This is an optimization exercise on Yosys and OpenROAD, whose aim is small area, a short achievable clock period and few clock cycles per item, not a production implementation.
Function was checked by simulation only, so behaviour that the tests miss may differ from the original.

### flow/run.sh
#!/bin/bash
# synth_recipe.tcl (not shown) runs the flow's synth.tcl, then flattens the netlist and writes it again
# the make line also repeats each setting of config.mk as NAME=value (left out here)
make -C /OpenROAD-flow-scripts/flow DESIGN_CONFIG=/design/flow/config.mk WORK_HOME=/design/flow/orfs CLKGATE_MAP_FILE= SYNTH_SCRIPT=/design/flow/synth_recipe.tcl finish
### flow/config.mk
export PLATFORM = sky130hd
export DESIGN_NAME = pcode_dec
export DESIGN_NICKNAME = pcode_dec
export VERILOG_FILES = /design/flow/design.v
export SDC_FILE = /design/flow/constraint.sdc
export NUM_CORES = 4
export LEC_CHECK = 0
export CAP_MARGIN = 20
export CORE_MARGIN = 2
export CORE_UTILIZATION = 35
export GPL_ROUTABILITY_DRIVEN = 1
export PLACE_DENSITY = 0.45
export SETUP_SLACK_MARGIN = 5
export SLEW_MARGIN = 20
### flow/constraint.sdc
create_clock -name core_clock -period 10.0 [get_ports {clk}]
set_input_delay 2.0000 -clock core_clock [delete_from_list [all_inputs] [get_ports {clk}]]
set_output_delay 2.0000 -clock core_clock [all_outputs]
set_load 0.01 [all_outputs]
### flow/design.v
module pc_lane (
    input  wire        clk,
    input  wire        rst,
    input  wire        v,        
    input  wire        f,        
    input  wire        l,        
    input  wire [15:0] d,
    output wire        busy,     
    output reg         fin,      
    input  wire        ack,      
    output reg         fail,
    output reg  [2:0]  nerr,
    output wire [39:0] pos,      
    output wire [63:0] val       
);
    function [15:0] gfmul(input [15:0] a, input [15:0] b);
        integer i;
        reg [15:0] p, x;
        begin
            p = 16'h0000;
            x = a;
            for (i = 0; i < 16; i = i + 1) begin
                if (b[i]) p = p ^ x;
                x = {x[14:0], 1'b0} ^ (x[15] ? 16'h100B : 16'h0000);
            end
            gfmul = p;
        end
    endfunction
    function [15:0] gfsq(input [15:0] a);
        integer i;
        reg [15:0] p, t;
        begin
            p = 16'h0000;
            t = 16'h0001;
            for (i = 0; i < 16; i = i + 1) begin
                if (a[i]) p = p ^ t;
                t = gfmul(t, 16'h0004);
            end
            gfsq = p;
        end
    endfunction
    localparam [15:0] AI1 = 16'h8805;
    localparam [15:0] AI2 = 16'hCC07;
    localparam [15:0] AI3 = 16'hEE06;
    localparam [15:0] AI4 = 16'h7703;
    localparam [3:0] ST_IDLE  = 4'd0,
                     ST_DELTA = 4'd1,    
                     ST_DW    = 4'd2,    
                     ST_DD    = 4'd3,    
                     ST_UPD   = 4'd4,    
                     ST_OMS   = 4'd5,    
                     ST_OMEGA = 4'd6,    
                     ST_OMW   = 4'd7,    
                     ST_CHIEN = 4'd8,
                     ST_FORN  = 4'd9;
    localparam [2:0] T_NONE = 3'd0,
                     T_DACC = 3'd1,      
                     T_TMP  = 3'd2,      
                     T_LAM  = 3'd3,      
                     T_OM   = 3'd4,      
                     T_GAM  = 3'd5,      
                     T_VAL  = 3'd6;      
    reg [3:0]  state;
    reg [15:0] acc [0:7];    
    reg [15:0] lam [0:4];    
    reg [15:0] bp  [0:4];    
    reg [15:0] gam;
    reg [15:0] dlt;          
    reg [15:0] tmp;          
    reg [3:0]  blen;         
    reg [2:0]  iter;         
    reg [2:0]  idx;          
    reg [2:0]  sdx;          
    reg        ph;           
    reg        upd_r;        
    reg [1:0]  kk;           
    reg [9:0]  word;         
    reg        rr;           
    reg [2:0]  found;
    reg [4:0]  fcnt;
    reg [15:0] ma, mb;       
    reg [2:0]  tag;
    reg [2:0]  tj;
    reg        tfirst;
    reg [39:0] cpos;
    reg [63:0] cval;
    reg [23:0] sx;
    wire [127:0] sbf = {sx, cpos, cval};
    assign pos  = cpos;
    assign val  = cval;
    assign busy = (state != ST_IDLE) || fin;
    wire [15:0] mp = gfmul(ma, mb);
    wire [2:0] lmin  = (blen > 4'd4) ? 3'd4 : blen[2:0];
    wire [2:0] rmin  = (iter < lmin) ? iter : lmin;           
    wire       upd   = ({blen, 1'b0} <= {1'b0, iter});        
    wire [3:0] nlen  = upd ? ({1'b0, iter} + 4'd1 - blen) : blen;
    wire [2:0] umax  = (nlen > 4'd4) ? 3'd4 : nlen[2:0];       
    wire [2:0] nmin  = (nlen > 4'd4) ? 3'd4 : nlen[2:0];
    wire [2:0] rnu   = ((iter + 3'd1) < nmin) ? iter + 3'd1 : nmin;
    wire [2:0] rns   = ((iter + 3'd1) < lmin) ? iter + 3'd1 : lmin;
    wire [15:0] bprev = (idx > 3'd4) ? 16'h0000 : bp[idx];
    wire [15:0] syn   = sbf[16*sdx +: 16];
    wire [15:0] ev_lam = lam[0] ^ lam[1] ^ lam[2] ^ lam[3] ^ lam[4];
    wire [15:0] ev_odd = lam[1] ^ lam[3];
    wire [15:0] ev_om  = bp[0] ^ bp[1] ^ bp[2] ^ bp[3];
    wire        root   = (ev_lam == 16'h0000);
    wire [1:0]  cslot  = blen[1:0] - 2'd1 - found[1:0];
    wire [15:0] fsq1 = gfsq((fcnt == 5'd0) ? dlt : gam);
    wire        f_iss = (fcnt == 5'd0) || (fcnt == 5'd2) || (fcnt == 5'd6) ||
                        (fcnt == 5'd8) || (fcnt == 5'd16) || (fcnt == 5'd18) ||
                        (fcnt == 5'd20);
    wire        f_sq  = (fcnt == 5'd4) || (fcnt == 5'd5) ||
                        (fcnt >= 5'd10 && fcnt <= 5'd15);
    integer j;
    reg [15:0] an [0:7];
    reg [15:0] bsh [0:4];    
    always @(*) begin
        bsh[0] = 16'h0000;
        for (j = 1; j < 5; j = j + 1)
            bsh[j] = bp[j-1];
    end
    reg [15:0] ma_n, mb_n;
    always @(*) begin
        ma_n = lam[idx];
        mb_n = syn;
        case (state)
            ST_DW: mb_n = gam;
            ST_DD: begin
                ma_n = dlt;
                mb_n = bprev;
            end
            ST_UPD: begin
                if (!ph) begin
                    mb_n = gam;
                end else begin
                    ma_n = dlt;
                    mb_n = bprev;
                end
            end
            ST_FORN: begin
                case (fcnt)
                    5'd0, 5'd2, 5'd8, 5'd18: ma_n = dlt;
                    5'd4, 5'd10:             ma_n = gam;
                    5'd20:                   ma_n = tmp;
                    default:                 ma_n = ma;
                endcase
                mb_n = fsq1;
            end
            default: ;
        endcase
    end
    always @(*) begin
        for (j = 0; j < 8; j = j + 1)
            an[j] = (f ? 16'h0000 : gfmul(acc[j], 16'h0001 << j)) ^ d;
    end
    always @(posedge clk) begin
        if (v) begin
            for (j = 0; j < 8; j = j + 1)
                acc[j] <= an[j];
        end
        case (tag)
            T_DACC: dlt <= (tfirst ? 16'h0000 : dlt) ^ mp;
            T_TMP:  tmp <= mp;
            T_LAM: begin
                for (j = 0; j < 5; j = j + 1)
                    if (tj == j) begin
                        lam[j] <= tmp ^ mp;
                        bp[j]  <= upd_r ? lam[j] : bsh[j];
                    end
            end
            T_OM: begin
                for (j = 0; j < 4; j = j + 1)
                    if (tj == j)
                        bp[j] <= (tfirst ? 16'h0000 : bp[j]) ^ mp;
            end
            T_GAM:  gam <= mp;
            T_VAL:  cval[16*tj[1:0] +: 16] <= mp;
            default: ;
        endcase
        tag <= T_NONE;
        ma  <= ma_n;
        mb  <= mb_n;
        begin
            if (ack)
                fin <= 1'b0;
            case (state)
                ST_IDLE: begin
                    if (v && l) begin
                        cval <= {an[3], an[2], an[1], an[0]};
                        cpos <= {an[6][7:0], an[5], an[4]};
                        sx   <= {an[7], an[6][15:8]};
                        lam[0] <= 16'h0001;
                        bp[0]  <= 16'h0001;
                        for (j = 1; j < 5; j = j + 1) begin
                            lam[j] <= 16'h0000;
                            bp[j]  <= 16'h0000;
                        end
                        gam   <= 16'h0001;
                        blen  <= 4'd0;
                        iter  <= 3'd0;
                        idx   <= 3'd0;
                        sdx   <= 3'd0;
                        state <= ST_DELTA;
                    end
                end
                ST_DELTA: begin
                    tag    <= T_DACC;
                    tfirst <= (idx == rmin);
                    sdx    <= sdx + 3'd1;
                    if (idx == 3'd0) begin
                        idx   <= umax;
                        state <= ST_DW;
                    end else begin
                        idx <= idx - 3'd1;
                    end
                end
                ST_DW: begin
                    tag   <= T_TMP;
                    idx   <= idx - 3'd1;
                    state <= ST_DD;
                end
                ST_DD: begin
                    if (dlt == 16'h0000) begin
                        for (j = 1; j < 5; j = j + 1)
                            bp[j] <= bp[j-1];
                        bp[0] <= 16'h0000;
                        iter  <= iter + 3'd1;
                        idx   <= rns;
                        sdx   <= iter + 3'd1 - rns;
                        state <= (iter == 3'd7) ? ST_OMS : ST_DELTA;
                    end else begin
                        upd_r <= upd;
                        for (j = 1; j < 5; j = j + 1)
                            if (j > umax)
                                bp[j] <= upd ? 16'h0000 : bp[j-1];
                        tag <= T_LAM;
                        tj  <= idx + 3'd1;
                        ph  <= 1'b0;
                        if (idx == 3'd7) begin
                            if (upd) begin
                                blen <= nlen;
                                gam  <= dlt;
                            end
                            iter  <= iter + 3'd1;
                            idx   <= rnu;
                            sdx   <= iter + 3'd1 - rnu;
                            state <= (iter == 3'd7 || nlen > 4'd4) ? ST_OMS : ST_DELTA;
                        end else begin
                            state <= ST_UPD;
                        end
                    end
                end
                ST_UPD: begin
                    if (!ph) begin
                        tag <= T_TMP;
                        idx <= idx - 3'd1;
                        ph  <= 1'b1;
                    end else begin
                        tag <= T_LAM;
                        tj  <= idx + 3'd1;
                        ph  <= 1'b0;
                        if (idx == 3'd7) begin
                            if (upd) begin
                                blen <= nlen;
                                gam  <= dlt;
                            end
                            iter  <= iter + 3'd1;
                            idx   <= rnu;
                            sdx   <= iter + 3'd1 - rnu;
                            state <= (iter == 3'd7 || nlen > 4'd4) ? ST_OMS : ST_DELTA;
                        end
                    end
                end
                ST_OMS: begin
                    if (blen == 4'd0 || blen > 4'd4) begin
                        cpos  <= 40'd0;
                        cval  <= 64'd0;
                        fail  <= (blen != 4'd0);
                        nerr  <= 3'd0;
                        fin   <= 1'b1;
                        state <= ST_IDLE;
                    end else begin
                        for (j = 1; j < 5; j = j + 1)
                            if (j >= blen)
                                bp[j] <= 16'h0000;
                        kk    <= 2'd0;
                        idx   <= 3'd0;
                        sdx   <= 3'd0;
                        state <= ST_OMEGA;
                    end
                end
                ST_OMEGA: begin
                    tag    <= T_OM;
                    tj     <= {1'b0, kk};
                    tfirst <= (idx == 3'd0);
                    if (idx[1:0] == kk) begin
                        idx <= 3'd0;
                        sdx <= {1'b0, kk} + 3'd1;
                        kk  <= kk + 2'd1;
                        if ({2'b00, kk} + 4'd1 == blen)
                            state <= ST_OMW;
                    end else begin
                        idx <= idx + 3'd1;
                        sdx <= sdx - 3'd1;
                    end
                end
                ST_OMW: begin
                    cpos  <= 40'd0;
                    cval  <= 64'd0;
                    word  <= 10'd520;
                    rr    <= 1'b0;
                    found <= 3'd0;
                    state <= ST_CHIEN;
                end
                ST_CHIEN: begin
                    if (rr) begin
                        fcnt  <= 5'd0;
                        state <= ST_FORN;
                    end else if (word == 10'd0) begin
                        cpos  <= 40'd0;
                        cval  <= 64'd0;
                        fail  <= 1'b1;
                        nerr  <= 3'd0;
                        fin   <= 1'b1;
                        state <= ST_IDLE;
                    end else begin
                        rr     <= root;
                        dlt    <= ev_odd;
                        tmp    <= ev_om;
                        word   <= word - 10'd1;
                        lam[1] <= gfmul(lam[1], AI1);
                        lam[2] <= gfmul(lam[2], AI2);
                        lam[3] <= gfmul(lam[3], AI3);
                        lam[4] <= gfmul(lam[4], AI4);
                        bp[1]  <= gfmul(bp[1], AI1);
                        bp[2]  <= gfmul(bp[2], AI2);
                        bp[3]  <= gfmul(bp[3], AI3);
                    end
                end
                ST_FORN: begin
                    fcnt <= fcnt + 5'd1;
                    if (f_sq)
                        gam <= fsq1;
                    if (f_iss) begin
                        tag <= (fcnt == 5'd20) ? T_VAL : T_GAM;
                        tj  <= {1'b0, cslot};
                        if (fcnt == 5'd20)
                            cpos[10*cslot +: 10] <= word;
                    end else if (fcnt == 5'd21) begin
                        found <= found + 3'd1;
                        if ({1'b0, found} + 4'd1 == blen) begin
                            fail  <= 1'b0;
                            nerr  <= blen[2:0];
                            fin   <= 1'b1;
                            state <= ST_IDLE;
                        end else begin
                            rr    <= 1'b0;
                            state <= ST_CHIEN;
                        end
                    end
                end
                default: state <= ST_IDLE;
            endcase
        end
        if (rst) begin
            state <= ST_IDLE;
            fin   <= 1'b0;
            tag   <= T_NONE;
        end
    end
endmodule
module pcode_dec (
    input  wire         clk,
    input  wire         rst,
    input  wire         in_valid,
    output reg          in_ready,
    input  wire [63:0]  in_data,
    output reg          done,
    output wire [3:0]   fail,      
    output wire [11:0]  nerr,      
    output wire [159:0] err_pos,   
    output wire [255:0] err_val    
);
    reg  [9:0]  count;
    reg         v_r, f_r, l_r;
    reg  [63:0] d_r;
    wire [3:0]  busy;
    wire [3:0]  fin;
    wire       take   = in_valid && in_ready;
    wire [9:0] count_n = !take ? count : (count == 10'd519) ? 10'd0 : count + 10'd1;
    always @(posedge clk) begin
        d_r <= in_data;
        f_r <= (count == 10'd0);
        l_r <= (count == 10'd519);
        if (rst) begin
            count <= 10'd0;
            in_ready <= 1'b0;
            v_r   <= 1'b0;
            done  <= 1'b0;
        end else begin
            v_r <= take;
            count <= count_n;
            in_ready <= !((count_n == 10'd519) && (busy != 4'd0));
            done <= (fin == 4'hF) && !done;
        end
    end
    genvar l;
    generate
        for (l = 0; l < 4; l = l + 1) begin : lane
            pc_lane u_lane (
                .clk   (clk),
                .rst   (rst),
                .v     (v_r),
                .f     (f_r),
                .l     (l_r),
                .d     (d_r[16*l +: 16]),
                .busy  (busy[l]),
                .fin   (fin[l]),
                .ack   (done),
                .fail  (fail[l]),
                .nerr  (nerr[3*l +: 3]),
                .pos   (err_pos[40*l +: 40]),
                .val   (err_val[64*l +: 64])
            );
        end
    endgenerate
endmodule
==> results of run 1 <==
==> layout make-up <==
class                      count  area, µm²  share of cell area, %
multi-input combinational  14630      96600                   53.6
inverter                     279       1070                  0.592
tap                         6149       7690                   4.27
clock buffer                 435       8770                   4.87
antenna                       61        153                 0.0847
clock inverter               120       1460                  0.809
sequential                  2271      55600                   30.8
timing repair buffer        1006       8850                   4.91
==> what timing repair did <==
item                                   in CTS  in global routing
buffers inserted                            3                 43
endpoints found under the hold margin       0                  0
gates resized for setup                     4                 11
setup endpoints to repair                   9                 40
gates cloned                                0                  0
pin swaps                                   0                  0
hold buffers                                0                  0
==> state kept, by name (all words and copies together), names as in the netlist, 20 cells and up <==
| signal | count |
|---|---|
| lane.u_lane.acc | 512 |
| lane.u_lane.bp | 320 |
| lane.u_lane.lam | 320 |
| lane.u_lane.cval | 256 |
| lane.u_lane.cpos | 160 |
| lane.u_lane.sx | 96 |
| d_r | 64 |
| lane.u_lane.dlt | 64 |
| lane.u_lane.gam | 64 |
| lane.u_lane.ma | 64 |
| lane.u_lane.mb | 64 |
| lane.u_lane.tmp | 64 |
| lane.u_lane.word | 40 |
| lane.u_lane.fcnt | 20 |
==> cell families after synthesis <==
logic type	count (synthesis)	share of synthesized area, %
DFF	2271	34.3
xor gates and xnor gates	2879	17.5
buffers and inverters	2460	6.78
adders and majority gates	214	1.71
AOI/OAI and AO/OA	5057	19.2
muxes	645	5.05
and+or+nand+nor	5835	15.5
==> layout by cell type (no fill, tap or decap), types with 46 or more instances in the layout <==
cell type	instances
mux2i_1	469
inv_1	251
nand2b_1	375
a21oi_1	1558
a222oi_1	109
o21a_1	57
diode_2	61
xnor2_1	1776
a31oi_1	159
nor2_1	1866
clkdlybuf4s50_1	499
a221o_1	67
a22oi_1	552
edfxtp_1	1008
o221ai_1	178
o211ai_1	123
xnor3_1	152
and2_1	87
nor3_1	111
xnor2_2	56
a221oi_1	86
clkbuf_1	74
clkbuf_16	313
clkbuf_8	48
o21ai_0	1365
buf_4	500
nand3_1	429
o21ai_1	86
xor2_1	824
a22o_1	49
nand2_1	2443
a211oi_1	89
o22ai_1	182
nor4_1	46
ha_1	202
dfxtp_1	1261
mux4_2	134
nor2b_1	144
==> critical path, delay by kind of cell, from the launching register on <==
kind,cells,cell delay (ns)
AOI/OAI and AO/OA,3,0.50
adders and majority gates,1,0.22
buffers and inverters,2,0.44
DFF,1,0.52
and+or+nand+nor,7,2.98
==> through the flow <==
stage	hold WS, ns	setup slack, ns	std cells
6_report	0.459	5.23	24951
5_1_grt	0.498	4.96	24933
4_1_cts	0.462	5.05	24845
3_5_place_dp	0.454	4.60	24287
3_3_place_gp	0.451	4.69	24286
2_1_floorplan	0.424	3.67	19361
==> layer usage <==
layer / part of all wire [%] / up-vias
met2: 43 / 7402
met5: 0.028 / -
met4: 6.1 / 32
met1: 42 / 72096
li1: - / 65530
met3: 8.4 / 1579
==> worst max path at each step <==
stage	start	end	slack [ns]
2_1_floorplan	v_r$_SDFF_PP0_	lane[1].u_lane.state[1]$_SDFFE_PP0P_	3.67
3_3_place_gp	lane[2].u_lane.blen[1]$_SDFFCE_PN0P_	lane[2].u_lane.sdx[2]$_DFFE_PP_	4.69
3_5_place_dp	lane[2].u_lane.blen[1]$_SDFFCE_PN0P_	lane[2].u_lane.sdx[2]$_DFFE_PP_	4.60
4_1_cts	lane[0].u_lane.blen[1]$_SDFFCE_PP0P_	lane[0].u_lane.sdx[1]$_DFFE_PP_	5.05
5_1_grt	lane[2].u_lane.iter[1]$_DFFE_PP_	lane[2].u_lane.sdx[2]$_DFFE_PP_	4.96
6_report	lane[2].u_lane.word[0]$_SDFFCE_PN0P_	lane[2].u_lane.bp[1][4]$_DFF_P_	5.23
==> results.ini, run 1 <==
[placement]
port_buffers = 500
dp_hpwl_mm = 540
place_congestion = 0.983
place_area_um2 = 169000

[sta]
fin_tns_setup_ns = 0
fmax_mhz = 210
worst_pin_slew_ns = 1.30
timing.final.crit_share_pct = 47.7
slew_headroom_pct = 12.8
drv_slew = 0
rsz0062_at_grt = yes
clock_skew_ns = 0.0652
report.final.setup_viol = 0
hold_viol_final = 0
layout_min_cycle_time_ns = 4.77

[hold_path]
min_from = lane[3].u_lane.fin$_SDFF_PP0_
worstHoldPathType = flip-flop to flip-flop
hold-path-cell-count = 2
hold_end = done$_SDFF_PP0_

[drt]
num_vias = 146639
initialDrtViolationCount = 18119
wl_per_cell_um = 30.7
drt-total-wl_mm = 765
drt-pass1-iter-count = 10
via_per_inst = 5.88
ant_nets = 0
drc = 0

[synthesis]
synth_area_leaders = edfxtp_1, dfxtp_1, xnor2_1
synth_commonest_cells = nand2_1, nor2_1, xnor2_1, a21oi_1, clkbuf_1
synth_top_area_share_pct = 18.7
synth.most_common_cell = nand2_1
synth_ff_type = dfxtp_1
synth_cell_types = 94
postSynthCellCount = 19361
synth_area_per_cell_um2 = 8.37
async_flop_share_pct = 0
synth_warnings = 7
synth_area_um2 = 162000
seq_area_frac_synth_pct = 34.3
synth-seq-cells = 2271
synth_edf_count = 1008
yosysTopAreaCell = edfxtp_1
syn_nets = 19642

[critical_path]
critical_path_class = flip-flop to flip-flop
end_kind = flip-flop
crit_path_cell_trace = inv_1, ha_1, nand3b_1, or3_1, nor3_1, or2_2, nor2_4, buf_4, o21a_1, nand3_1, a21oi_1, or3_1, o311ai_0
r2r_start = lane[2].u_lane.word[0]$_SDFFCE_PN0P_
cp_max_fo = 36
crit_path_start_kind = flip-flop
timing.rr.end = lane[2].u_lane.bp[1][4]$_DFF_P_
slowest_delay_ns = 0.79
rrSetupSlack_ns = 5.23
cp.arrival_ns = 5.64
cp.required_ns = 10.87
critPathSlowestCell = or2_2
cp_common_cell = or3_1
rr_worst_depth = 13

[global_routing]
grt_max_degree = 129
grt_overflow = 0
top_usage_layer = met2
antenna_found_initial = 62
grt.total_usage_pct = 31.2
grt_pass1_vias = 135849
grt_use_met3_pct = 5.27
grt_pass1_wl_mm = 1070
grtUsageMet2_pct = 47.4
use_met1_pct = 42.4

[finish]
area_growth_pct = 11.1
fin_nets = 18771
finalInstanceArea_um2 = 180000
post-route-util_pct = 39.1
fillCellCount = 46980
drive_above_1_share_pct = 7.92

[clock_network]
clk_latency_ns = 1.00
numCtsBuffers = 302
cts_tree = yes
clockRootBuffer = clkbuf_16
clock_path_buffers = 4
clk_pin_slew_ns = 0.06
h-tree-depth = 5
clkSinkCount = 2271

[floorplanning]
die_h_um = 685
core_um2 = 460000
initial_core_util_pct = 35.2
die-area_um2 = 469000
row_count = 249
fp.dieW_um = 685
io_pins = 501

[job]
maxCapViolCount = 0

[outcome]
status = complete, no violations

Testbench counts, summed over its fixed seeds: cycles 93,047, pages 160.
==> run 2: changes to the inputs <==
--- a/flow/design.v
+++ b/flow/design.v
@@ -65,3 +65,3 @@
     reg [15:0] lam [0:4];    
-    reg [15:0] bp  [0:4];    
+    reg [15:0] bp  [0:3];    
     reg [15:0] gam;
@@ -78,3 +78,7 @@
     reg        rr;           
-    reg [2:0]  found;
+    reg [1:0]  cslot;        
+    reg [2:0]  rns_r, sds_r, ums_r, rnu_r, sdu_r, umu_r;
+    reg [3:0]  nlen_r;
+    reg [2:0]  umax_r;       
+    reg        dfirst;       
     reg [4:0]  fcnt;
@@ -92,11 +96,23 @@
     wire [15:0] mp = gfmul(ma, mb);
-    wire [2:0] lmin  = (blen > 4'd4) ? 3'd4 : blen[2:0];
-    wire [2:0] rmin  = (iter < lmin) ? iter : lmin;           
+    function [3:0] newlen(input [3:0] b, input [2:0] r);
+        newlen = ({b, 1'b0} <= {1'b0, r}) ? ({1'b0, r} + 4'd1 - b) : b;
+    endfunction
+    function [2:0] min4(input [3:0] x);
+        min4 = (x > 4'd4) ? 3'd4 : x[2:0];
+    endfunction
     wire       upd   = ({blen, 1'b0} <= {1'b0, iter});        
-    wire [3:0] nlen  = upd ? ({1'b0, iter} + 4'd1 - blen) : blen;
-    wire [2:0] umax  = (nlen > 4'd4) ? 3'd4 : nlen[2:0];       
-    wire [2:0] nmin  = (nlen > 4'd4) ? 3'd4 : nlen[2:0];
-    wire [2:0] rnu   = ((iter + 3'd1) < nmin) ? iter + 3'd1 : nmin;
-    wire [2:0] rns   = ((iter + 3'd1) < lmin) ? iter + 3'd1 : lmin;
-    wire [15:0] bprev = (idx > 3'd4) ? 16'h0000 : bp[idx];
+    wire [3:0] nlen  = newlen(blen, iter);
+    wire [3:0] nxr   = {1'b0, iter} + 4'd1;                   
+    wire [3:0] rns   = (nxr < {1'b0, min4(blen)}) ? nxr : {1'b0, min4(blen)};
+    wire [3:0] rnu   = (nxr < {1'b0, min4(nlen)}) ? nxr : {1'b0, min4(nlen)};
+    always @(posedge clk) begin
+        nlen_r <= nlen;
+        rns_r  <= rns[2:0];
+        sds_r  <= nxr[2:0] - rns[2:0];
+        ums_r  <= min4(newlen(blen, nxr[2:0]));
+        rnu_r  <= rnu[2:0];
+        sdu_r  <= nxr[2:0] - rnu[2:0];
+        umu_r  <= min4(newlen(nlen, nxr[2:0]));
+    end
+    wire [15:0] bprev = (idx > 3'd3) ? 16'h0000 : bp[idx];
     wire [15:0] syn   = sbf[16*sdx +: 16];
@@ -106,3 +122,2 @@
     wire        root   = (ev_lam == 16'h0000);
-    wire [1:0]  cslot  = blen[1:0] - 2'd1 - found[1:0];
     wire [15:0] fsq1 = gfsq((fcnt == 5'd0) ? dlt : gam);
@@ -115,6 +130,6 @@
     reg [15:0] an [0:7];
-    reg [15:0] bsh [0:4];    
+    reg [15:0] bsh [0:3];    
     always @(*) begin
         bsh[0] = 16'h0000;
-        for (j = 1; j < 5; j = j + 1)
+        for (j = 1; j < 4; j = j + 1)
             bsh[j] = bp[j-1];
@@ -167,3 +182,4 @@
                         lam[j] <= tmp ^ mp;
-                        bp[j]  <= upd_r ? lam[j] : bsh[j];
+                        if (j < 4)
+                            bp[j] <= upd_r ? lam[j] : bsh[j];
                     end
@@ -193,6 +209,6 @@
                         bp[0]  <= 16'h0001;
-                        for (j = 1; j < 5; j = j + 1) begin
+                        for (j = 1; j < 5; j = j + 1)
                             lam[j] <= 16'h0000;
+                        for (j = 1; j < 4; j = j + 1)
                             bp[j]  <= 16'h0000;
-                        end
                         gam   <= 16'h0001;
@@ -202,2 +218,4 @@
                         sdx   <= 3'd0;
+                        umax_r <= 3'd1;
+                        dfirst <= 1'b1;
                         state <= ST_DELTA;
@@ -207,6 +225,7 @@
                     tag    <= T_DACC;
-                    tfirst <= (idx == rmin);
+                    tfirst <= dfirst;
+                    dfirst <= 1'b0;
                     sdx    <= sdx + 3'd1;
                     if (idx == 3'd0) begin
-                        idx   <= umax;
+                        idx   <= umax_r;
                         state <= ST_DW;
@@ -223,3 +242,3 @@
                     if (dlt == 16'h0000) begin
-                        for (j = 1; j < 5; j = j + 1)
+                        for (j = 1; j < 4; j = j + 1)
                             bp[j] <= bp[j-1];
@@ -227,4 +246,6 @@
                         iter  <= iter + 3'd1;
-                        idx   <= rns;
-                        sdx   <= iter + 3'd1 - rns;
+                        idx   <= rns_r;
+                        sdx   <= sds_r;
+                        umax_r <= ums_r;
+                        dfirst <= 1'b1;
                         state <= (iter == 3'd7) ? ST_OMS : ST_DELTA;
@@ -232,4 +253,4 @@
                         upd_r <= upd;
-                        for (j = 1; j < 5; j = j + 1)
-                            if (j > umax)
+                        for (j = 1; j < 4; j = j + 1)
+                            if (j > umax_r)
                                 bp[j] <= upd ? 16'h0000 : bp[j-1];
@@ -239,10 +260,11 @@
                         if (idx == 3'd7) begin
-                            if (upd) begin
-                                blen <= nlen;
-                                gam  <= dlt;
-                            end
+                            if (upd)
+                                gam <= dlt;
+                            blen  <= nlen_r;
                             iter  <= iter + 3'd1;
-                            idx   <= rnu;
-                            sdx   <= iter + 3'd1 - rnu;
-                            state <= (iter == 3'd7 || nlen > 4'd4) ? ST_OMS : ST_DELTA;
+                            idx   <= rnu_r;
+                            sdx   <= sdu_r;
+                            umax_r <= umu_r;
+                            dfirst <= 1'b1;
+                            state <= (iter == 3'd7 || nlen_r > 4'd4) ? ST_OMS : ST_DELTA;
                         end else begin
@@ -262,10 +284,11 @@
                         if (idx == 3'd7) begin
-                            if (upd) begin
-                                blen <= nlen;
-                                gam  <= dlt;
-                            end
+                            if (upd_r)
+                                gam <= dlt;
+                            blen  <= nlen_r;
                             iter  <= iter + 3'd1;
-                            idx   <= rnu;
-                            sdx   <= iter + 3'd1 - rnu;
-                            state <= (iter == 3'd7 || nlen > 4'd4) ? ST_OMS : ST_DELTA;
+                            idx   <= rnu_r;
+                            sdx   <= sdu_r;
+                            umax_r <= umu_r;
+                            dfirst <= 1'b1;
+                            state <= (iter == 3'd7 || nlen_r > 4'd4) ? ST_OMS : ST_DELTA;
                         end
@@ -282,3 +305,3 @@
                     end else begin
-                        for (j = 1; j < 5; j = j + 1)
+                        for (j = 1; j < 4; j = j + 1)
                             if (j >= blen)
@@ -311,3 +334,3 @@
                     rr    <= 1'b0;
-                    found <= 3'd0;
+                    cslot <= blen[1:0] - 2'd1;
                     state <= ST_CHIEN;
@@ -349,4 +372,4 @@
                     end else if (fcnt == 5'd21) begin
-                        found <= found + 3'd1;
-                        if ({1'b0, found} + 4'd1 == blen) begin
+                        cslot <= cslot - 2'd1;
+                        if (cslot == 2'd0) begin
                             fail  <= 1'b0;
@@ -384,4 +407,3 @@
     reg  [9:0]  count;
-    reg         v_r, f_r, l_r;
-    reg  [63:0] d_r;
+    reg         f_r, l_r;    
     wire [3:0]  busy;
@@ -391,12 +413,11 @@
     always @(posedge clk) begin
-        d_r <= in_data;
-        f_r <= (count == 10'd0);
-        l_r <= (count == 10'd519);
+        f_r <= (count_n == 10'd0);
+        l_r <= (count_n == 10'd519);
         if (rst) begin
             count <= 10'd0;
+            f_r   <= 1'b1;
+            l_r   <= 1'b0;
             in_ready <= 1'b0;
-            v_r   <= 1'b0;
             done  <= 1'b0;
         end else begin
-            v_r <= take;
             count <= count_n;
@@ -412,6 +433,6 @@
                 .rst   (rst),
-                .v     (v_r),
+                .v     (take),
                 .f     (f_r),
                 .l     (l_r),
-                .d     (d_r[16*l +: 16]),
+                .d     (in_data[16*l +: 16]),
                 .busy  (busy[l]),
==> flow/flow/run.sh (new file) <==
#!/bin/bash
set -euo pipefail
bash standard.sh SETUP_SLACK_MARGIN=6.5 finish > flow.log 2>&1
==> flow/standard.sh (new file) <==
#!/bin/bash
# synth_recipe.tcl (not shown) runs the flow's synth.tcl, then flattens the netlist and writes it again
# the make line also repeats each setting of config.mk as NAME=value (left out here)
make -C /OpenROAD-flow-scripts/flow DESIGN_CONFIG=/design/flow/config.mk WORK_HOME=/design/flow/orfs CLKGATE_MAP_FILE= SYNTH_SCRIPT=/design/flow/synth_recipe.tcl "${@:-finish}"
--- a/flow/config.mk
+++ b/flow/config.mk
@@ -12,3 +12,2 @@
 export PLACE_DENSITY = 0.45
-export SETUP_SLACK_MARGIN = 5
 export SLEW_MARGIN = 20
removed: flow/run.sh
==> results.ini, run 2 <==
[critical_path]
cp.arrival_ns = 4.93
rr_worst_depth = 21
critPathSlowestCell = a2111o_1
rrSetupSlack_ns = 5.93
crit_path_start_kind = flip-flop
crit_buf_inv = 4
r2r_start = lane[0].u_lane.iter[1]$_DFFE_PP_
cp_common_cell = ha_4
cp.required_ns = 10.86
timing.rr.end = lane[0].u_lane.sdu_r[2]$_DFF_P_
end_kind = flip-flop
cp_num_cells = 21
cp_max_fo = 4
slowest_delay_ns = 0.49
crit_path_cell_trace = buf_6, ha_4, inv_6, ha_4, nor2b_4, o21ai_1, nand2b_1, xnor2_2, a2111o_1, inv_2, nand2_2, ha_4, o31ai_2, nand2b_1, a21o_1, nor2_4, o32ai_4, ha_4, inv_2, fa_2, xnor2_1
critical_path_class = flip-flop to flip-flop
cp_top_family = adder cells

[clock_network]
cts_tree = yes
clock_path_buffers = 4
numCtsBuffers = 292
clk_latency_ns = 1.00
clockRootBuffer = clkbuf_16
h-tree-depth = 5
clk_pin_slew_ns = 0.07
hold_buffers = 0
clkSinkCount = 2242

[finish]
fin_cells = 26272
finalInstanceArea_um2 = 208000
reg_top3 = lane.u_lane.acc: 512 flops, lane.u_lane.lam: 320 flops
area_growth_pct = 28.6
drive_above_1_share_pct = 26.4
layout_commonest_cell = nand2_1
fin_nets = 20151
largest_reg_flops = 512
top_register = lane.u_lane.acc
most-common-layout-cells = nand2_1, nor2_1, xnor2_1, buf_4, a21oi_1

[hold_path]
hold_end = done$_SDFF_PP0_
hold-path-cell-count = 2
min_from = lane[1].u_lane.fin$_SDFF_PP0_
worstHoldPathType = flip-flop to flip-flop

[placement]
place_congestion = 0.979
dp_cells = 24063
dp_hpwl_mm = 541
dpl_worst_slack_ns = 4.02
port_buffers = 500
place_area_um2 = 169000

[floorplanning]
die_h_um = 683
fp.dieW_um = 683
die-area_um2 = 467000
row_count = 249
core_um2 = 460000
io_pins = 501
initial_core_util_pct = 35.1

[drt]
wl_per_cell_um = 31.0
drt-pass1-iter-count = 9
ant_nets = 0
initialDrtViolationCount = 20144
num_vias = 156112
drt-total-wl_mm = 813
drc = 0
via_per_inst = 5.94

[sta]
fmax_mhz = 246
hold_viol_final = 0
fin_ws_ns = 5.93
fin_tns_setup_ns = 0
timing.final.crit_share_pct = 40.7
worst_pin_slew_ns = 1.40
layout_min_cycle_time_ns = 4.07
drv_slew = 0
rsz0062_at_grt = yes
clock_skew_ns = 0.0643
slew_headroom_pct = 6.29
report.final.setup_viol = 0

[synthesis]
synth_ff_type = dfxtp_1
synth_top_area_share_pct = 19.0
async_flop_share_pct = 0
syn_nets = 19379
synth.most_common_cell = nand2_1
synth_cell_types = 90
synth_area_per_cell_um2 = 8.46
synth_area_um2 = 161000
synth_edf_count = 1020
synth_area_leaders = edfxtp_1, dfxtp_1, xnor2_1
synth_warnings = 7
yosysTopAreaCell = edfxtp_1
synth-seq-cells = 2242
seq_area_frac_synth_pct = 34.1
synth_commonest_cells = nand2_1, nor2_1, xnor2_1, a21oi_1, clkbuf_1
postSynthCellCount = 19079

[global_routing]
grt_pass1_wl_mm = 1120
grt_pass1_vias = 142444
grt_max_degree = 185
grt_overflow = 0
grt.total_usage_pct = 32.5
antenna_found_initial = 68

[job]
maxCapViolCount = 0

[outcome]
status = complete, no violations

[run 2: metrics by stage]
| stage | util (%) | hold slack [ns] |
|---|---|---|
| detailed placement | 36.8 | 0.477 |
| CTS | 42.5 | 0.484 |
| global placement | 36.8 | 0.474 |
| global route | 45.2 | 0.506 |
| floorplan | - | 0.433 |
| finish | 45.2 | 0.478 |
[run 2: cell type report]
cell class                      instances  area, µm²
Fill cell                           44556     252000
Multi-Input combinational cell      14426     107000
Sequential cell                      2242      55900
Timing Repair Buffer                 2613      26200
Clock buffer                          395       8160
Tap cell                             6149       7690
Clock inverter                        138       1560
Inverter                              273       1130
Antenna cell                           33       82.6
Timing Repair inverter                  3       48.8
[run 2: worst max-delay path by stage]
stage                                      from                         endpoint
5_1_grt        lane[0].u_lane.iter[1]$_DFFE_PP_  lane[0].u_lane.sdu_r[2]$_DFF_P_
6_report       lane[0].u_lane.iter[1]$_DFFE_PP_  lane[0].u_lane.sdu_r[2]$_DFF_P_
2_1_floorplan                          in_valid              in_ready$_SDFF_PP0_
3_5_place_dp                           in_valid   lane[0].u_lane.sx[4]$_DFFE_PP_
4_1_cts        lane[0].u_lane.iter[1]$_DFFE_PP_  lane[0].u_lane.sdu_r[2]$_DFF_P_
3_3_place_gp                           in_valid  lane[0].u_lane.sx[12]$_DFFE_PP_
[run 2: logic make-up (layout without fill, tap and decap cells)]
logic type | after synthesis | count (layout) | share of synthesized area, %
flops | 2242 | 2242 | 34.1
xor+xnor | 2875 | 2878 | 17.9
compound gates | 5136 | 5137 | 19.8
other cells | 0 | 33 | 0
mux | 628 | 628 | 4.95
fa+ha+maj | 233 | 233 | 1.90
simple gates | 5548 | 5550 | 14.7
buf+inv | 2417 | 3422 | 6.65
[run 2: what timing repair did]
item | CTS | global route
endpoints found under the setup margin | 2290 | 1436
gates resized for setup | 3926 | 2008
setup buffers | 1129 | 474
cloned | 20 | 18
hold endpoints to repair | 0 | 0
pin swaps | 533 | 1004
[run 2: routing by layer]
metal | up-vias | global-route usage (%) | wire (µm)
met4 | 26 | 17.5 | 54800
met3 | 1826 | 6.52 | 79900
met1 | 77348 | 44.4 | 335000
met5 | - | 0 | 163
met2 | 8562 | 48.3 | 343000
li1 | 68350 | - | -
[run 2: worst min-delay path, stage by stage (launching register included)]
cell     delay [ns]
dfxtp_1        0.34
nand4_1        0.09
nor2_1         0.04
Testbench counts of run 2, summed over its fixed seeds: cycles 92,965, pages 160.
==> run 3: changes to the inputs <==
==> flow/flow/run.sh (replaced) <==
#!/bin/bash
set -euo pipefail
bash standard.sh SETUP_SLACK_MARGIN=6.1 finish > flow.log 2>&1
--- a/flow/config.mk
+++ b/flow/config.mk
@@ -9,5 +9,5 @@
 export CORE_MARGIN = 2
-export CORE_UTILIZATION = 35
+export CORE_UTILIZATION = 55
 export GPL_ROUTABILITY_DRIVEN = 1
-export PLACE_DENSITY = 0.45
+export PLACE_DENSITY = 0.65
 export SLEW_MARGIN = 20
==> results.ini, run 3 <==
[sta]
fmax_mhz = 244
layout_min_cycle_time_ns = 4.09
timing.final.crit_share_pct = 40.9
rsz0062_at_grt = yes
worst_pin_slew_ns = 1.30
fin_ws_ns = 5.91
report.final.setup_viol = 0
drv_slew = 0
fin_tns_setup_ns = 0
slew_headroom_pct = 13.2
hold_viol_final = 0
clock_skew_ns = 0.0560

[synthesis]
syn_nets = 19379
synth_edf_count = 1020
postSynthCellCount = 19079
synth_area_per_cell_um2 = 8.46
synth_area_leaders = edfxtp_1, dfxtp_1, xnor2_1
synth.most_common_cell = nand2_1
synth_warnings = 7
synth_ff_type = dfxtp_1
seq_area_frac_synth_pct = 34.1
async_flop_share_pct = 0
synth_top_area_share_pct = 19.0
synth_area_um2 = 161000
yosysTopAreaCell = edfxtp_1
synth-seq-cells = 2242
synth_commonest_cells = nand2_1, nor2_1, xnor2_1, a21oi_1, clkbuf_1
synth_cell_types = 90

[placement]
dp_cells = 21752
port_buffers = 500
place_congestion = 1.04
dpl_worst_slack_ns = 4.11
dp_hpwl_mm = 483

[global_routing]
antenna_found_initial = 52
grt_pass1_vias = 137395
grt.total_usage_pct = 44.7
grt_pass1_wl_mm = 995
grt_max_degree = 170
grt_overflow = 0

[critical_path]
critPathSlowestCell = a311oi_1
cp.required_ns = 10.79
slowest_delay_ns = 0.90
crit_path_cell_trace = buf_4, buf_4, or3b_2, a21oi_1, a311o_1, a311oi_1, xor2_1, xnor3_2, buf_4, mux2i_1, o21ai_0, o21a_1, o21ai_1
rrSetupSlack_ns = 5.91
cp_common_cell = buf_4
crit_path_start_kind = flip-flop
cp.arrival_ns = 4.88
critical_path_class = flip-flop to flip-flop
end_kind = flip-flop
cp_max_fo = 13

[drt]
drc = 0
initialDrtViolationCount = 26020
via_per_inst = 6.70
ant_nets = 0
drt-pass1-iter-count = 13
num_vias = 152680
drt-total-wl_mm = 704
wl_per_cell_um = 30.9

[outcome]
status = complete, no violations

[clock_network]
clockRootBuffer = clkbuf_16
clock_path_buffers = 4
clkSinkCount = 2242
hold_buffers = 0
clk_latency_ns = 0.96
cts_tree = yes
h-tree-depth = 5
numCtsBuffers = 267
clk_pin_slew_ns = 0.06

[finish]
area_growth_pct = 13.1
fin_cells = 22787
reg_top3 = lane.u_lane.acc: 512 flops, lane.u_lane.lam: 320 flops
most-common-layout-cells = nand2_1, nor2_1, xnor2_1, a21oi_1, o21ai_0
fin_nets = 18947
drive_above_1_share_pct = 12.2
largest_reg_flops = 512
top_register = lane.u_lane.acc
fillCellCount = 25305
post-route-util_pct = 62.6
layout_commonest_cell = nand2_1

[floorplanning]
initial_core_util_pct = 55.4
die_h_um = 546
core_um2 = 292000
fp.dieW_um = 546
die-area_um2 = 298000
io_pins = 501
row_count = 198

[job]
maxCapViolCount = 0

[hold_path]
worstHoldPathType = flip-flop to flip-flop

==> run 3: cell types whose count changed in the layout (fill, tap and decap cells not counted), moves of 174 or more <==
cell / before / now
o21ai_1: 432 / 257
dlygate4sd2_1: 0 / 334
a21oi_2: 265 / 20
nor2_1: 1667 / 1871
buf_6: 749 / 41
o21ai_0: 985 / 1240
buf_4: 1350 / 825
a21oi_1: 1235 / 1490
dfxtp_1: 945 / 1119
==> run 3: layout make-up <==
type,instances,area (µm²),area share [%]
tap,3900,4880,2.67
multi-input combinational,14424,99600,54.5
timing repair buffer,1436,12700,6.97
clock buffer,368,7600,4.16
antenna,30,75.1,0.0411
clock inverter,111,1320,0.722
sequential,2242,55200,30.3
inverter,273,1120,0.616
timing repair inverter,3,43.8,0.0240
==> run 3: routing by layer <==
metal | wire (µm) | vias to the layer above | track usage [%]
met5 | 166 | - | 0
met3 | 99600 | 2229 | 13.0
met1 | 267000 | 73095 | 60.8
met2 | 287000 | 11497 | 63.6
li1 | - | 65835 | -
met4 | 49400 | 24 | 24.6
==> run 3: cell families (layout without fill, tap and decap cells) <==
group	Yosys count	after routing	share of synthesized area (%)
AND/OR/NAND/NOR	5548	5550	14.7
XOR/XNOR	2875	2876	17.9
flip-flops	2242	2242	34.1
AO/OA/AOI/OAI	5136	5137	19.8
multiplexers	628	628	4.95
adder cells (fa/ha/maj)	233	233	1.90
other	0	30	0
buffers and inverters	2417	2191	6.65
==> run 3: worst max-delay path, delay by kind of cell, from the launching register on <==
| family | cells | cell delay, ns |
|---|---|---|
| and+or+nand+nor | 1 | 0.21 |
| AOI/OAI and AO/OA | 6 | 1.84 |
| xor gates and xnor gates | 2 | 0.70 |
| DFF | 1 | 0.40 |
| buffers and inverters | 3 | 0.65 |
| muxes | 1 | 0.13 |
==> run 3: worst paths after layout <==
kind | endpoint | startpoint | cells after the start
worst max-delay path | lane[1].u_lane.bp[3][13]$_DFF_P_ | lane[1].u_lane.ma[13]$_DFFE_PP_ | 13
worst min-delay path | lane[3].u_lane.idx[2]$_DFFE_PP_ | lane[3].u_lane.rns_r[2]$_DFF_P_ | 2
worst max register to register | lane[1].u_lane.bp[3][13]$_DFF_P_ | lane[1].u_lane.ma[13]$_DFFE_PP_ | 13
worst min register to register | lane[3].u_lane.idx[2]$_DFFE_PP_ | lane[3].u_lane.rns_r[2]$_DFF_P_ | 2
==> run 3: what timing repair did <==
item | 4_1_cts | 5_1_grt
pin swaps | 51 | 121
buffers inserted | 330 | 177
endpoints found under the setup margin | 1686 | 846
cloned | 10 | 7
resized for setup | 813 | 309
==> run 3: stage by stage <==
step	area (µm²)	hold WS, ns
CTS	179000	0.514
floorplan	162000	0.433
global route	183000	0.538
global placement	166000	0.487
finish	183000	0.503
detailed placement	166000	0.497
==> run 4: changes to the inputs <==
--- a/flow/design.v
+++ b/flow/design.v
@@ -7,2 +7,7 @@
     input  wire [15:0] d,
+    output reg  [15:0] ma_n,     
+    output reg  [15:0] mb_n,
+    output wire        req,      
+    input  wire        slot,     
+    input  wire [15:0] mp,       
     output wire        busy,     
@@ -84,3 +89,2 @@
     reg [4:0]  fcnt;
-    reg [15:0] ma, mb;       
     reg [2:0]  tag;
@@ -95,3 +99,5 @@
     assign busy = (state != ST_IDLE) || fin;
-    wire [15:0] mp = gfmul(ma, mb);
+    assign req  = (state == ST_DELTA) || (state == ST_DW) || (state == ST_UPD) ||
+                  (state == ST_OMEGA) || (state == ST_DD && dlt != 16'h0000) ||
+                  (state == ST_FORN && !fcnt[0]);
     function [3:0] newlen(input [3:0] b, input [2:0] r);
@@ -123,7 +129,2 @@
     wire [15:0] fsq1 = gfsq((fcnt == 5'd0) ? dlt : gam);
-    wire        f_iss = (fcnt == 5'd0) || (fcnt == 5'd2) || (fcnt == 5'd6) ||
-                        (fcnt == 5'd8) || (fcnt == 5'd16) || (fcnt == 5'd18) ||
-                        (fcnt == 5'd20);
-    wire        f_sq  = (fcnt == 5'd4) || (fcnt == 5'd5) ||
-                        (fcnt >= 5'd10 && fcnt <= 5'd15);
     integer j;
@@ -136,3 +137,2 @@
     end
-    reg [15:0] ma_n, mb_n;
     always @(*) begin
@@ -155,8 +155,3 @@
             ST_FORN: begin
-                case (fcnt)
-                    5'd0, 5'd2, 5'd8, 5'd18: ma_n = dlt;
-                    5'd4, 5'd10:             ma_n = gam;
-                    5'd20:                   ma_n = tmp;
-                    default:                 ma_n = ma;
-                endcase
+                ma_n = (fcnt == 5'd28) ? tmp : dlt;
                 mb_n = fsq1;
@@ -196,4 +191,2 @@
         tag <= T_NONE;
-        ma  <= ma_n;
-        mb  <= mb_n;
         begin
@@ -224,11 +217,13 @@
                 ST_DELTA: begin
-                    tag    <= T_DACC;
-                    tfirst <= dfirst;
-                    dfirst <= 1'b0;
-                    sdx    <= sdx + 3'd1;
-                    if (idx == 3'd0) begin
-                        idx   <= umax_r;
-                        state <= ST_DW;
-                    end else begin
-                        idx <= idx - 3'd1;
+                    if (slot) begin
+                        tag    <= T_DACC;
+                        tfirst <= dfirst;
+                        dfirst <= 1'b0;
+                        sdx    <= sdx + 3'd1;
+                        if (idx == 3'd0) begin
+                            idx   <= umax_r;
+                            state <= ST_DW;
+                        end else begin
+                            idx <= idx - 3'd1;
+                        end
                     end
@@ -236,5 +231,7 @@
                 ST_DW: begin
-                    tag   <= T_TMP;
-                    idx   <= idx - 3'd1;
-                    state <= ST_DD;
+                    if (slot) begin
+                        tag   <= T_TMP;
+                        idx   <= idx - 3'd1;
+                        state <= ST_DD;
+                    end
                 end
@@ -251,3 +248,3 @@
                         state <= (iter == 3'd7) ? ST_OMS : ST_DELTA;
-                    end else begin
+                    end else if (slot) begin
                         upd_r <= upd;
@@ -275,20 +272,22 @@
                 ST_UPD: begin
-                    if (!ph) begin
-                        tag <= T_TMP;
-                        idx <= idx - 3'd1;
-                        ph  <= 1'b1;
-                    end else begin
-                        tag <= T_LAM;
-                        tj  <= idx + 3'd1;
-                        ph  <= 1'b0;
-                        if (idx == 3'd7) begin
-                            if (upd_r)
-                                gam <= dlt;
-                            blen  <= nlen_r;
-                            iter  <= iter + 3'd1;
-                            idx   <= rnu_r;
-                            sdx   <= sdu_r;
-                            umax_r <= umu_r;
-                            dfirst <= 1'b1;
-                            state <= (iter == 3'd7 || nlen_r > 4'd4) ? ST_OMS : ST_DELTA;
+                    if (slot) begin
+                        if (!ph) begin
+                            tag <= T_TMP;
+                            idx <= idx - 3'd1;
+                            ph  <= 1'b1;
+                        end else begin
+                            tag <= T_LAM;
+                            tj  <= idx + 3'd1;
+                            ph  <= 1'b0;
+                            if (idx == 3'd7) begin
+                                if (upd_r)
+                                    gam <= dlt;
+                                blen  <= nlen_r;
+                                iter  <= iter + 3'd1;
+                                idx   <= rnu_r;
+                                sdx   <= sdu_r;
+                                umax_r <= umu_r;
+                                dfirst <= 1'b1;
+                                state <= (iter == 3'd7 || nlen_r > 4'd4) ? ST_OMS : ST_DELTA;
+                            end
                         end
@@ -315,14 +314,16 @@
                 ST_OMEGA: begin
-                    tag    <= T_OM;
-                    tj     <= {1'b0, kk};
-                    tfirst <= (idx == 3'd0);
-                    if (idx[1:0] == kk) begin
-                        idx <= 3'd0;
-                        sdx <= {1'b0, kk} + 3'd1;
-                        kk  <= kk + 2'd1;
-                        if ({2'b00, kk} + 4'd1 == blen)
-                            state <= ST_OMW;
-                    end else begin
-                        idx <= idx + 3'd1;
-                        sdx <= sdx - 3'd1;
+                    if (slot) begin
+                        tag    <= T_OM;
+                        tj     <= {1'b0, kk};
+                        tfirst <= (idx == 3'd0);
+                        if (idx[1:0] == kk) begin
+                            idx <= 3'd0;
+                            sdx <= {1'b0, kk} + 3'd1;
+                            kk  <= kk + 2'd1;
+                            if ({2'b00, kk} + 4'd1 == blen)
+                                state <= ST_OMW;
+                        end else begin
+                            idx <= idx + 3'd1;
+                            sdx <= sdx - 3'd1;
+                        end
                     end
@@ -363,11 +364,10 @@
                 ST_FORN: begin
-                    fcnt <= fcnt + 5'd1;
-                    if (f_sq)
-                        gam <= fsq1;
-                    if (f_iss) begin
-                        tag <= (fcnt == 5'd20) ? T_VAL : T_GAM;
+                    if (fcnt[0] || slot)
+                        fcnt <= fcnt + 5'd1;
+                    if (!fcnt[0] && slot) begin
+                        tag <= (fcnt == 5'd28) ? T_VAL : T_GAM;
                         tj  <= {1'b0, cslot};
-                        if (fcnt == 5'd20)
+                        if (fcnt == 5'd28)
                             cpos[10*cslot +: 10] <= word;
-                    end else if (fcnt == 5'd21) begin
+                    end else if (fcnt == 5'd29) begin
                         cslot <= cslot - 2'd1;
@@ -410,2 +410,39 @@
     wire [3:0]  fin;
+    function [15:0] gfmul(input [15:0] a, input [15:0] b);
+        integer i;
+        reg [15:0] p, x;
+        begin
+            p = 16'h0000;
+            x = a;
+            for (i = 0; i < 16; i = i + 1) begin
+                if (b[i]) p = p ^ x;
+                x = {x[14:0], 1'b0} ^ (x[15] ? 16'h100B : 16'h0000);
+            end
+            gfmul = p;
+        end
+    endfunction
+    wire [3:0]  req;
+    reg  [1:0]  prio;        
+    wire [3:0]  grant;
+    wire [15:0] ma_n [0:3];
+    wire [15:0] mb_n [0:3];
+    reg  [15:0] ma [0:1];
+    reg  [15:0] mb [0:1];
+    wire [15:0] mp [0:1];
+    genvar m;
+    generate
+        for (m = 0; m < 2; m = m + 1) begin : mul
+            assign grant[2*m]   = req[2*m] && !(req[2*m+1] && prio[m]);
+            assign grant[2*m+1] = req[2*m+1] && !(req[2*m] && !prio[m]);
+            always @(posedge clk) begin
+                ma[m] <= grant[2*m+1] ? ma_n[2*m+1] : ma_n[2*m];
+                mb[m] <= grant[2*m+1] ? mb_n[2*m+1] : mb_n[2*m];
+                if (rst)
+                    prio[m] <= 1'b0;
+                else if (req[2*m] && req[2*m+1])
+                    prio[m] <= !prio[m];
+            end
+            assign mp[m] = gfmul(ma[m], mb[m]);
+        end
+    endgenerate
     wire       take   = in_valid && in_ready;
@@ -437,2 +474,7 @@
                 .d     (in_data[16*l +: 16]),
+                .ma_n  (ma_n[l]),
+                .mb_n  (mb_n[l]),
+                .req   (req[l]),
+                .slot  (grant[l]),
+                .mp    (mp[l/2]),
                 .busy  (busy[l]),
==> results.ini, run 4 <==
[outcome]
status = complete, no violations

[floorplanning]
core_um2 = 265000
initial_core_util_pct = 55.2
die_h_um = 520
fp.dieW_um = 520
row_count = 189
io_pins = 501
die-area_um2 = 270000

[critical_path]
cp.required_ns = 10.88
end_kind = flip-flop
cp_max_fo = 17
crit_path_start_kind = flip-flop
cp.arrival_ns = 4.79
critical_path_class = flip-flop to flip-flop

[placement]
port_buffers = 500
place_area_um2 = 150000
dp_hpwl_mm = 443
place_congestion = 1.07

[clock_network]
numCtsBuffers = 243
cts_tree = yes
clockRootBuffer = clkbuf_16
h-tree-depth = 4
hold_buffers = 0
clkSinkCount = 2180
clock_path_buffers = 4
clk_latency_ns = 0.97
clk_pin_slew_ns = 0.07

[synthesis]
syn_nets = 17260
synth_ff_type = dfxtp_1
synth_warnings = 11
synth-seq-cells = 2180
async_flop_share_pct = 0
synth.most_common_cell = nand2_1
postSynthCellCount = 16968
synth_area_per_cell_um2 = 8.62
seq_area_frac_synth_pct = 36.4
synth_commonest_cells = nand2_1, nor2_1, xnor2_1, o21ai_0, clkbuf_1
synth_edf_count = 956
synth_area_um2 = 146000
synth_cell_types = 104
yosysTopAreaCell = edfxtp_1
synth_top_area_share_pct = 19.6
synth_area_leaders = edfxtp_1, dfxtp_1, xnor2_1

[global_routing]
grt_overflow = 0
grt_pass1_vias = 123249
grt_max_degree = 175
grt_pass1_wl_mm = 902
grt.total_usage_pct = 45.0
antenna_found_initial = 53

[drt]
drt-total-wl_mm = 638
initialDrtViolationCount = 23677
wl_per_cell_um = 31.4
drt-pass1-iter-count = 11
ant_nets = 0
num_vias = 136273
drc = 0
via_per_inst = 6.71

[finish]
largest_reg_flops = 512
reg_top3 = lane.u_lane.acc: 512 flops, lane.u_lane.lam: 320 flops
finalInstanceArea_um2 = 164000
most-common-layout-cells = nand2_1, nor2_1, xnor2_1, o21ai_0, a21oi_1
top_register = lane.u_lane.acc
layout_commonest_cell = nand2_1
fin_nets = 16795
area_growth_pct = 12.2
drive_above_1_share_pct = 11.8

[sta]
worst_pin_slew_ns = 1.22
fin_tns_setup_ns = 0
drv_slew = 0
clock_skew_ns = 0.0519
rsz0062_at_grt = yes
timing.final.crit_share_pct = 39.2
report.final.setup_viol = 0
fmax_mhz = 255
slew_headroom_pct = 18.1
hold_viol_final = 0
layout_min_cycle_time_ns = 3.92

[hold_path]
worstHoldPathType = flip-flop to flip-flop

[job]
maxCapViolCount = 0

run 4: cell count changes in the layout (fill, tap and decap cells not counted), sizes merged, moves of 55 or more:
cell           change
nand3            -171
inv               -57
dlygate4sd2       +84
a21oi            -332
a211oi            -55
nand2            -444
xnor3            -103
xor2             -156
buf              -182
nor2             -214
clkdlybuf4s50     -68
xnor2            -201
a31oi             +58
edfxtp            -64
run 4: stage by stage:
stage	utilization, %	hold WS, ns	std cells	worst slack [ns]
6_report	61.9	0.501	20294	6.08
4_1_cts	61.1	0.509	20112	6.01
3_3_place_gp	56.6	0.472	19391	4.26
3_5_place_dp	56.6	0.494	19393	4.29
5_1_grt	61.9	0.524	20270	6.02
2_1_floorplan	-	0.462	16968	5.42
run 4: cells by family after synthesis:
family | count (synthesis) | synth area share (%)
AOI/OAI and AO/OA | 4633 | 19.7
xor gates and xnor gates | 2385 | 15.6
adders and majority gates | 225 | 2.03
buffers and inverters | 2182 | 6.80
DFF | 2180 | 36.4
muxes | 617 | 5.38
and+or+nand+nor | 4746 | 14.2
run 4: cell type report:
type | instances | area, µm²
fillers | 22954 | 101000
multi-input cells | 12607 | 86000
flip-flops and latches | 2180 | 53500
repair buffers | 1253 | 10900
clock buffers | 362 | 7160
well taps | 3533 | 4420
clock inverters | 88 | 1000
inverters | 215 | 891
diodes | 53 | 133
repair inverters | 3 | 43.8
run 4: routing by layer:
layer / global-route usage (%) / part of all wire, % / wire length, µm
met1: 60.1 / 37 / 238000
met2: 63.8 / 41 / 261000
met3: 13.9 / 14 / 91700
met4: 26.6 / 7.4 / 47100
met5: 0.211 / 0.022 / 143
run 4: timing repair:
item,4_1_cts,5_1_grt
hold endpoints to repair,0,0
gates resized for setup,903,218
endpoints found under the setup margin,1927,919
buffers inserted,266,122
gates cloned,3,5
pin swaps,41,77
run 4: path summary, 6_finish.rpt:
path,slack [ns],depth (start not counted),start,endpoint
setup / recovery,6.08,10,lane[2].u_lane.dlt[8]$_DFF_P_,lane[3].u_lane.gam[2]$_DFF_P_
hold / removal,0.50,1,lane[1].u_lane.fin$_SDFF_PP0_,done$_SDFF_PP0_
setup reg to reg,6.08,10,lane[2].u_lane.dlt[8]$_DFF_P_,lane[3].u_lane.gam[2]$_DFF_P_
hold reg to reg,0.50,1,lane[1].u_lane.fin$_SDFF_PP0_,done$_SDFF_PP0_
run 4: critical path, cell delays in order (launching register included):
cell and delay [ns]:
dfxtp_1 0.47, nor4_2 0.44, a41oi_1 0.22, buf_4 0.25
a311oi_4 0.40, or2_4 0.34, nor2b_4 0.33, buf_4 0.19
and3_1 0.83, o21ai_0 0.23, o21ai_0 0.11
Testbench counts of run 4, summed over its fixed seeds: cycles 98,153, pages 160.

[port drivers added, routing unchanged]
The results above use ideal ports. As a check the final layouts listed here were re-extracted and re-timed, cells and wires unchanged.
Step 1 sets driving cells, clkbuf_16 on the clock port and buf_2 on the other inputs (assumed; they add their load-dependent delay and slew).
Step 2 adds t to the input delays and takes it off the output delays; t is the mean of the earliest and latest rising clock arrival at the registers after step 1. Input paths then give back, and output paths get back, about the clock's delay inside the block.
Three values: ideal ports, drivers, drivers and shift; two values: the first two.
| run | t (ns) | slack for setup (ns) | hold WS [ns] | slew at the worst register clock pin (ns) |
|---|---|---|---|---|
| run 1 | 1.087 | 5.232 / 5.232 / 5.232 | 0.459 / 0.459 / 0.459 | 0.07 / 0.07 |
| run 2 | 1.081 | 5.935 / 5.935 / 5.434 | 0.478 / 0.478 / 0.478 | 0.07 / 0.07 |
| run 3 | 1.055 | 5.905 / 5.905 / 4.990 | 0.503 / 0.503 / 0.503 | 0.07 / 0.07 |
| run 4 | 1.051 | 6.083 / 5.982 / 5.331 | 0.501 / 0.501 / 0.501 | 0.07 / 0.07 |
After both steps every run listed still meets setup and hold. The setup slack of run 3, which loses most, moves by 0.000 ns with the drivers and by -0.915 ns with both steps.
